This is an optimization exercise on Yosys and OpenROAD, whose aim is small area, a short achievable clock period and few clock cycles per item, not a production implementation. In this exercise RTL edits were held to simulation tests only and were not proved equivalent to the original.

==> build 56 <==
// sha256_lane
module sha256_lane (
    input  wire         clk,
    input  wire         rst,           
    input  wire         in_valid,
    output wire         in_ready,
    input  wire         in_first,
    input  wire [511:0] in_block,      
    output reg          out_valid,
    output wire [255:0] out_digest     
);
clock: 16.0 ns
lec_check: 0
cap_margin: 20
core_margin: 2
core_utilization: 40
place_density: 0.6
slew_margin: 20
standard.sh (not shown) runs the stock make flow with config.mk's settings and CLKGATE_MAP_FILE= SYNTH_SCRIPT=/design/flow/synth_recipe.tcl, a recipe that flattens the netlist after the stock synthesis.
==> flow/flow/run.sh <==
#!/bin/bash
# The standard layout (standard.sh, unchanged synthesis), with two
# differences in how the layout is made:
#  - the timing repair steps aim for a setup slack margin well above zero,
#    so that the achieved period is pushed down;
#  - the port buffers that global placement inserts use the smallest buffer
#    (buf_1) instead of the delay cell buffer_ports picks by default.
set -euo pipefail
export SETUP_SLACK_MARGIN=11
export BUFFER_PORTS_ARGS="-buffer_cell sky130_fd_sc_hd__buf_1"
bash standard.sh > standard.log 2>&1
==> trial 69 (differences from build 56) <==
--- a/flow/design.v
+++ b/flow/design.v
@@ -18,12 +18,13 @@
     reg        ld;          
     reg  [2:0] idl;         
     reg  [5:0] kidx;        
     reg        first;       
     reg        live;        
     reg        shift;       
+    reg        nld, nshift;
     reg  [3:0] ivs;         
     reg [31:0] a, b, c, d, e, f, g, h;
     reg [31:0] hk;          
     reg [31:0] w [0:15];    
     reg [31:0] x0, x1, x2, x3, y0, y1, y2, y3;
     reg [31:0] k_n;
@@ -60,99 +61,123 @@
             6'd56: k_n = 32'h748f82ee; 6'd57: k_n = 32'h78a5636f;
             6'd58: k_n = 32'h84c87814; 6'd59: k_n = 32'h8cc70208;
             6'd60: k_n = 32'h90befffa; 6'd61: k_n = 32'ha4506ceb;
             6'd62: k_n = 32'hbef9a3f7; default: k_n = 32'hc67178f2;
         endcase
     end
-    wire [31:0] s1  = {e[5:0], e[31:6]} ^ {e[10:0], e[31:11]} ^ {e[24:0], e[31:25]};
+    function [31:0] bk_add;
+        input [31:0] x, y;
+        reg   [31:0] p, gg, pp;
+        integer i, l;
+        begin
+            p  = x ^ y;
+            gg = x & y;
+            pp = p;
+            for (l = 1; l < 32; l = l * 2)
+                for (i = 2 * l - 1; i < 32; i = i + 2 * l) begin
+                    gg[i] = gg[i] | (pp[i] & gg[i-l]);
+                    pp[i] = pp[i] & pp[i-l];
+                end
+            for (l = 8; l >= 1; l = l / 2)
+                for (i = 3 * l - 1; i < 32; i = i + 2 * l) begin
+                    gg[i] = gg[i] | (pp[i] & gg[i-l]);
+                    pp[i] = pp[i] & pp[i-l];
+                end
+            bk_add = p ^ {gg[30:0], 1'b0};
+        end
+    endfunction
+    wire [31:0] e6  = {e[5:0], e[31:6]}, e11 = {e[10:0], e[31:11]}, e25 = {e[24:0], e[31:25]};
+    wire [31:0] a2  = {a[1:0], a[31:2]}, a13 = {a[12:0], a[31:13]}, a22 = {a[21:0], a[31:22]};
+    wire [31:0] s1  = e6 ^ e11 ^ e25;
     wire [31:0] ch  = (e & f) | (~e & g);
-    wire [31:0] s0  = {a[1:0], a[31:2]} ^ {a[12:0], a[31:13]} ^ {a[21:0], a[31:22]};
+    wire [31:0] s0  = a2 ^ a13 ^ a22;
     wire [31:0] maj = (a & b) | (a & c) | (b & c);
-    wire [31:0] ep_s = d ^ hk ^ w[0];
-    wire [31:0] ec1  = ((d & hk) | (d & w[0]) | (hk & w[0])) << 1;
-    wire [31:0] eq_s = ep_s ^ ec1 ^ s1;
-    wire [31:0] eq_c = ((ep_s & ec1) | (ep_s & s1) | (ec1 & s1)) << 1;
-    wire [31:0] er_s = eq_s ^ eq_c ^ ch;
-    wire [31:0] er_c = ((eq_s & eq_c) | (eq_s & ch) | (eq_c & ch)) << 1;
-    wire [31:0] e_new = er_s + er_c;
-    wire [31:0] ap_s = hk ^ w[0] ^ s1;
-    wire [31:0] ap_c = ((hk & w[0]) | (hk & s1) | (w[0] & s1)) << 1;
-    wire [31:0] aq_s = ch ^ s0 ^ maj;
-    wire [31:0] aq_c = ((ch & s0) | (ch & maj) | (s0 & maj)) << 1;
+    wire [31:0] ap_s = (hk ^ e6) ^ (w[0] ^ e11) ^ e25;
+    wire [31:0] ap_c = ((s1 & (hk | w[0])) | (~s1 & (hk & w[0]))) << 1;
+    wire [31:0] aq_s = (ch ^ a2) ^ (maj ^ a13) ^ a22;
+    wire [31:0] aq_c = ((s0 & (ch | maj)) | (~s0 & (ch & maj))) << 1;
     wire [31:0] ar_s = ap_s ^ ap_c ^ aq_s;
     wire [31:0] ar_c = ((ap_s & ap_c) | (ap_s & aq_s) | (ap_c & aq_s)) << 1;
     wire [31:0] at_s = ar_s ^ ar_c ^ aq_c;
     wire [31:0] at_c = ((ar_s & ar_c) | (ar_s & aq_c) | (ar_c & aq_c)) << 1;
     wire [31:0] a_new = at_s + at_c;
+    wire [31:0] eq_s = ap_s ^ ap_c ^ ch;
+    wire [31:0] eq_c = ((ap_s & ap_c) | (ap_s & ch) | (ap_c & ch)) << 1;
+    wire [31:0] er_s = eq_s ^ eq_c ^ d;
+    wire [31:0] er_c = ((eq_s & eq_c) | (eq_s & d) | (eq_c & d)) << 1;
+    wire [31:0] e_new = er_s + er_c;
     wire [31:0] ms0  = {w[1][6:0], w[1][31:7]} ^ {w[1][17:0], w[1][31:18]} ^ (w[1] >> 3);
     wire [31:0] ms1  = {w[14][16:0], w[14][31:17]} ^ {w[14][18:0], w[14][31:19]} ^ (w[14] >> 10);
     wire [31:0] wp_s = w[0] ^ w[9] ^ ms0;
     wire [31:0] wp_c = ((w[0] & w[9]) | (w[0] & ms0) | (w[9] & ms0)) << 1;
     wire [31:0] wq_s = wp_s ^ wp_c ^ ms1;
     wire [31:0] wq_c = ((wp_s & wp_c) | (wp_s & ms1) | (wp_c & ms1)) << 1;
     wire [31:0] w_new = wq_s + wq_c;
     wire [31:0] xsel  = ivs[3] ? IV3 : ivs[2] ? IV2 : ivs[1] ? IV1 : ivs[0] ? IV0 : x3;
     wire [31:0] ysel  = ivs[3] ? IV7 : ivs[2] ? IV6 : ivs[1] ? IV5 : ivs[0] ? IV4 : y3;
-    wire [31:0] sum_x = xsel + (live ? a : 32'd0);
-    wire [31:0] sum_y = ysel + (live ? e : 32'd0);
-    wire        load  = ld;
-    wire [31:0] hsrc  = load ? y2 : g;
+    wire [31:0] sum_x = bk_add(xsel, live ? a : 32'd0);
+    wire [31:0] sum_y = bk_add(ysel, live ? e : 32'd0);
+    wire [31:0] hsrc  = ({32{ld}} & y2) | ({32{nld}} & g);
     wire [31:0] hk_n  = hsrc + k_n;
-    assign in_ready   = load;
+    wire        ldf   = ld & in_first;
+    wire        ldx   = ld & ~in_first;
+    wire [31:0] mf    = {32{ldf}};
+    wire [31:0] mx    = {32{ldx}};
+    wire [31:0] mn    = {32{nld}};
+    wire [31:0] ml    = {32{ld}};
+    wire [31:0] ms    = {32{shift}};
+    wire [31:0] mh    = {32{nshift}};
+    assign in_ready   = ld;
     assign out_digest = {x0, x1, x2, x3, y0, y1, y2, y3};
     wire        acc   = ld & in_valid;
     wire        last  = (kidx == 6'd0);             
     wire        ff_n  = run & ((kidx[5:2] == 4'b1111 & kidx[1:0] != 2'b00) | last);
     integer i;
     always @(posedge clk) begin
         if (rst) begin
             run       <= 1'b0;
             fin       <= 1'b0;
             ld        <= 1'b1;
+            nld       <= 1'b0;
             idl       <= 3'd0;
             kidx      <= 6'd0;
             live      <= 1'b0;
             shift     <= 1'b1;
+            nshift    <= 1'b0;
             ivs       <= 4'd0;
             out_valid <= 1'b0;
         end else begin
             out_valid <= fin;
             run       <= acc | (run & ~last);
             fin       <= run & last;
             ld        <= (run & last) | idl[2];
+            nld       <= ~((run & last) | idl[2]);
             idl       <= {idl[1:0], ld & ~in_valid};
             live      <= acc | run;
             shift     <= ff_n | idl[2] | (|idl[1:0]) | (ld & ~in_valid);
+            nshift    <= ~(ff_n | idl[2] | (|idl[1:0]) | (ld & ~in_valid));
             ivs       <= {4{first}} & {run & (kidx == 6'd61), run & (kidx == 6'd62),
                                        run & (kidx == 6'd63), run & last};
             if (acc) begin
                 kidx  <= 6'd1;
                 first <= in_first;
             end else if (run & ~last)
                 kidx  <= kidx + 6'd1;
         end
-        if (shift) begin
-            x0 <= sum_x; x1 <= x0; x2 <= x1; x3 <= x2;
-            y0 <= sum_y; y1 <= y0; y2 <= y1; y3 <= y2;
-        end
-        if (load) begin
-            for (i = 0; i < 16; i = i + 1)
-                w[i] <= in_block[511 - 32*i -: 32];
-            if (in_first) begin
-                a <= IV0; b <= IV1; c <= IV2; d <= IV3;
-                e <= IV4; f <= IV5; g <= IV6; h <= IV7;
-                hk <= IV7 + K0;
-            end else begin
-                a <= sum_x; b <= x0; c <= x1; d <= x2;
-                e <= sum_y; f <= y0; g <= y1; h <= y2;
-                hk <= hk_n;
-            end
-        end else begin
-            for (i = 0; i < 15; i = i + 1)
-                w[i] <= w[i+1];
-            w[15] <= w_new;
-            a <= a_new; b <= a; c <= b; d <= c;
-            e <= e_new; f <= e; g <= f; h <= g;
-            hk <= hk_n;
-        end
+        x0 <= (ms & sum_x) | (mh & x0); x1 <= (ms & x0) | (mh & x1);
+        x2 <= (ms & x1) | (mh & x2);    x3 <= (ms & x2) | (mh & x3);
+        y0 <= (ms & sum_y) | (mh & y0); y1 <= (ms & y0) | (mh & y1);
+        y2 <= (ms & y1) | (mh & y2);    y3 <= (ms & y2) | (mh & y3);
+        for (i = 0; i < 15; i = i + 1)
+            w[i] <= (ml & in_block[511 - 32*i -: 32]) | (mn & w[i+1]);
+        w[15] <= (ml & in_block[31:0]) | (mn & w_new);
+        a <= (mf & IV0) | (mx & sum_x) | (mn & a_new);
+        b <= (mf & IV1) | (mx & x0)    | (mn & a);
+        c <= (mf & IV2) | (mx & x1)    | (mn & b);
+        d <= (mf & IV3) | (mx & x2)    | (mn & c);
+        e <= (mf & IV4) | (mx & sum_y) | (mn & e_new);
+        f <= (mf & IV5) | (mx & y0)    | (mn & e);
+        g <= (mf & IV6) | (mx & y1)    | (mn & f);
+        h <= (mf & IV7) | (mx & y2)    | (mn & g);
+        hk <= ({32{ldf}} & (IV7 + K0)) | ({32{~ldf}} & hk_n);
     end
 endmodule
==> flow/flow/run.sh (replaced) <==
#!/bin/bash
# The standard layout (standard.sh, unchanged synthesis), with two
# differences in how the layout is made:
#  - the timing repair steps aim for a setup slack margin well above zero,
#    so that the achieved period is pushed down;
#  - the port buffers that global placement inserts use the smallest buffer
#    (buf_1) instead of the delay cell buffer_ports picks by default.
set -euo pipefail
export SETUP_SLACK_MARGIN=11.25
export BUFFER_PORTS_ARGS="-buffer_cell sky130_fd_sc_hd__buf_1"
bash standard.sh > standard.log 2>&1
- CORE_UTILIZATION: 40 -> 50
- CTS_CLUSTER_DIAMETER: default -> 80
- CTS_CLUSTER_SIZE: default -> 25
- PLACE_DENSITY: 0.6 -> 0.65
- TNS_END_PERCENT: default -> 10
==> out/metrics.yaml <==
worst_setup_path:
  crit_cells: 17
  r2r_cells: 17
yosys:
  synthSimpleGateAreaFrac_pct: 8.64
  syn_avg_cell_area_sq_um: 9.82
floorplan:
  die_area_sq_um: 108000
  core_sq_um: 105000
placement:
  placed_cell_area_sq_um: 56200
timing:
  finalCriticalPeriod_ns: 4.81
  worst_slew_pin_slew_ns: 1.18
drt:
  dr_wl_met3_mm: 22.6
  drt-met1-wl_mm: 93.6
status:
  outcome: "finished clean"
[end of results for trial 69]
==> out/metrics.yaml <==
status:
  outcome: "finished clean"
yosys:
  yosysTopAreaCell: "dfxtp_1"
  synthSimpleGateAreaFrac_pct: 6.61
  syn_avg_cell_area_sq_um: 11.0
  synthMuxAreaShare_pct: 11.7
floorplan:
  die_area_sq_um: 140000
  core_sq_um: 136000
timing:
  worst_slew_pin_slew_ns: 1.13
drt:
  drt-met1-wl_mm: 101
  dr_wl_met3_mm: 17.5
global_route:
  grt_util_all_layers_pct: 30.0
worst_setup_path:
  crit_cells: 14
  r2r_cells: 14
placement:
  placed_cell_area_sq_um: 59300
[end of results for build 56]
Testbench counts of build 56, summed over its fixed seeds: cycles 24,976, blocks 384.
Testbench counts of trial 69, summed over its fixed seeds: cycles 24,976, blocks 384.

[static timing again, ports no longer ideal]
No port has a modelled driver above. Below, the same layouts with a new extraction and two added sets of constraints.
Step 1, drivers: a clkbuf_16 drives clk and a buf_2 each remaining input, both assumed.
Step 2 adds t to the input delays and takes it off the output delays; t is the mean of the earliest and latest rising clock arrival at the registers after step 1. Input paths then give back, and output paths get back, about the clock's delay inside the block.
a / b / c = ideal ports / drivers / drivers and shift; a / b = the first two.
| run | t, ns | slack for setup (ns) | clock arrival spread, ns |
|---|---|---|---|
| build 56 | 0.792 | 10.931 / 10.931 / 10.601 | 0.073 / 0.073 |
| trial 69 | 0.795 | 11.189 / 11.167 / 10.544 | 0.066 / 0.066 |
After both steps every run listed still meets setup and hold. The setup slack of trial 69, which loses most, moves by -0.022 ns with the drivers and by -0.645 ns with both steps.
